Source: an optimization exercise on an open RTL-to-GDS flow (aim: small area, a short achievable clock period and few clock cycles per item). Production flows keep margins and buffers that such runs may drop.

Design sr_convert, start of the top module:
module sr_convert (
    input  wire        clk,
    input  wire        rst,
    input  wire        in_valid,
    output wire        in_ready,
    input  wire [31:0] in_value,
    input  wire [1:0]  in_fmt,       
    input  wire        in_rnd,       
    input  wire        in_sat,
    input  wire [63:0] in_seed,
    input  wire [63:0] in_step,
    input  wire [31:0] in_tensor,
    input  wire [7:0]  in_tag,
    input  wire [47:0] in_coord,
    output reg         out_valid,
    input  wire        out_ready,
    output reg  [15:0] out_code,
    output reg  [2:0]  out_flags     
);
Size in the first run: ~280 I/O pins, ~63000 µm² of cells after synthesis.
export LEC_CHECK = 0
export CAP_MARGIN = 20
export CORE_MARGIN = 2
export CORE_UTILIZATION = 55
export CTS_CLUSTER_DIAMETER = 100
export CTS_CLUSTER_SIZE = 20
export SLEW_MARGIN = 20
create_clock -name core_clock -period 25.0 [get_ports {clk}]
standard.sh (not shown) runs the stock make flow with config.mk's settings and CLKGATE_MAP_FILE= SYNTH_SCRIPT=/design/flow/synth_recipe.tcl, a recipe that flattens the netlist after the stock synthesis.
==> flow/flow/run.sh <==
#!/bin/bash
# Layout flow: the standard flow (standard.sh) in two parts.
#  1. The standard synthesis, unchanged.
#  2. fa_invert.py: removes the inverters that Yosys's adder extraction leaves
#     around full adder cells, using FA(~a, ~b, ~c) = ~FA(a, b, c); registers
#     and all other cells stay as they are.
#  3. The rest of the standard flow, with timing repair asked to leave
#     SETUP_MARGIN ns (flow/setup_margin) of setup slack at the design's own
#     clock period, so that the layout is optimised for the period it reaches
#     rather than only for the period it is checked at. The constraints
#     (constraint.sdc) are not changed. Every port still gets a buffer, as
#     in the standard flow, but a plain buf_1 (which repair may resize) in
#     place of the delay cell the resizer picks by default.
# Each tool's full output stays in orfs/logs/; each step's output also goes to
# a log file of its own here.
set -euo pipefail
W=$(pwd)
MARGIN=$(cat flow/setup_margin)
RES="$W/orfs/results/$FLOW_PLATFORM/sr_convert/base"
bash standard.sh SETUP_SLACK_MARGIN="$MARGIN" "$RES/1_2_yosys.v" > synth.log 2>&1
cp "$RES/1_2_yosys.v" "$W/1_2_yosys_standard.v"
python3 flow/fa_invert.py "$RES/1_2_yosys.v" > fa_invert.log 2>&1
bash standard.sh SETUP_SLACK_MARGIN="$MARGIN" \
    "BUFFER_PORTS_ARGS=-buffer_cell sky130_fd_sc_hd__buf_1" finish > flow.log 2>&1
Other scripts of this flow, unchanged in this note and not shown: flow/flow/fa_invert.py, flow/flow/setup_margin
Then changed:
--- a/flow/design.v
+++ b/flow/design.v
@@ -5245,13 +5245,12 @@
     function [63:0] xs30(input [63:0] v);
         xs30 = v ^ (v >> 30);
     endfunction
     reg [63:0] k_seed, k_step;
     reg [39:0] k_tt;                 
     reg [63:0] h2, h3a;
-    reg [63:0] pa;
     reg        v2, v3;               
     reg        r0_valid;
     reg [31:0] r0_value;
     reg [1:0]  r0_fmt;
     reg        r0_rnd, r0_sat;
     reg [47:0] r0_acoord;            
@@ -5342,13 +5341,13 @@
     end
     always @(posedge clk) begin
         mode   <= mode_n;
         sel_f  <= (mode_n == M_F);
         r3_chk <= (mode == M_F);
     end
-    wire [63:0] a  = sel_f ? (h3a ^ {16'd0, r0_acoord}) : pa;
+    wire [63:0] a  = h3a ^ {16'd0, r0_acoord & {48{sel_f}}};
     wire [63:0] na = ~a;
     wire [63:0] b;
     sr_mul1 u_mul1 (.a(a), .na(na), .p(b));
     always @(posedge clk) begin
         if (rst)
             r1_tag <= T_NONE;
@@ -5367,27 +5366,27 @@
     end
     wire [63:0] c  = r1_b ^ (r1_b >> 27);
     wire [63:0] nc = ~(r1_b ^ (r1_b >> 27));
     wire [63:0] d;
     sr_mul2 u_mul2 (.a(c), .na(nc), .p(d));
     wire [63:0] y = d ^ (d >> 31);
-    reg [63:0] pnext;
+    reg [63:0] hnext;
     always @* begin
-        if (rdy)
-            pnext = h2 ^ {in_tensor, in_tag, 24'd0};
+        if (r1_tag == T_H3)
+            hnext = y;
         else if (mode_n == M_R1)
-            pnext = k_seed ^ GOLDEN;
+            hnext = k_seed ^ GOLDEN;
         else if (mode_n == M_R2)
-            pnext = h2 ^ k_step;
+            hnext = h2 ^ k_step;
         else
-            pnext = h2 ^ {k_tt, 24'd0};
+            hnext = h2 ^ {(rdy ? {in_tensor, in_tag} : k_tt), 24'd0};
     end
     always @(posedge clk) begin
         if (r1_tag == T_H2) h2  <= y;
-        if (r1_tag == T_H3) h3a <= xs30(y);
-        pa <= xs30(pnext);
+        if (r1_tag == T_H3 || mode_n == M_R1 || mode_n == M_R2 || mode_n == M_R3)
+            h3a <= xs30(hnext);
         r2_item <= ~rst & r1_item;
         r2_r     <= y[15:0];
         r2_value <= r1_value;
         r2_fmt   <= r1_fmt;
         r2_rnd   <= r1_rnd;
         r2_sat   <= r1_sat;
The new run completed with no timing, DRC or antenna violations.
Setup slack gets better by 0.040 ns.
Sequential cell count fell by 64.
Cell area fell by about 4%.
Critical path depth rose by 6.
Final cell count fell by 2.6%.
Die area fell by 3.9%.
Utilization fell by 0.34 points.
Worst hold slack gets better by 0.0081 ns.
Routed wire length fell by 4.3%.
First-iteration DRC count fell by about 14%.
Clock-buffer cell count fell by 5.
Function was not checked in any run of this note: the RTL went through the layout flow alone.

==> separate check: timing with driven ports <==
The flow's constraints put no driver on any port. The routed layouts listed below were extracted and timed again, unchanged, in two steps.
Step 1, drivers: a clkbuf_16 drives clk and a buf_2 each remaining input, both assumed.
Step 2 times the ports against the registers' clock, not the clock port: input delays grow and output delays shrink by t, the midpoint of the rising clock arrivals with the driver on.
Slacks: ideal ports / drivers / drivers and shift; pairs: ideal ports / drivers.
run | shift t [ns] | setup WS [ns] | worst register clock-pin slew, ns | worst data-port slew with drivers (ns)
the first run | 0.726 | 17.007 / 17.058 / 16.334 | 0.10 / 0.10 | 0.14
the second run | 0.753 | 17.047 / 17.107 / 16.354 | 0.10 / 0.10 | 0.13
After both steps every run listed still meets setup and hold. The setup slack of the second run, which loses most, moves by +0.060 ns with the drivers and by -0.693 ns with both steps.
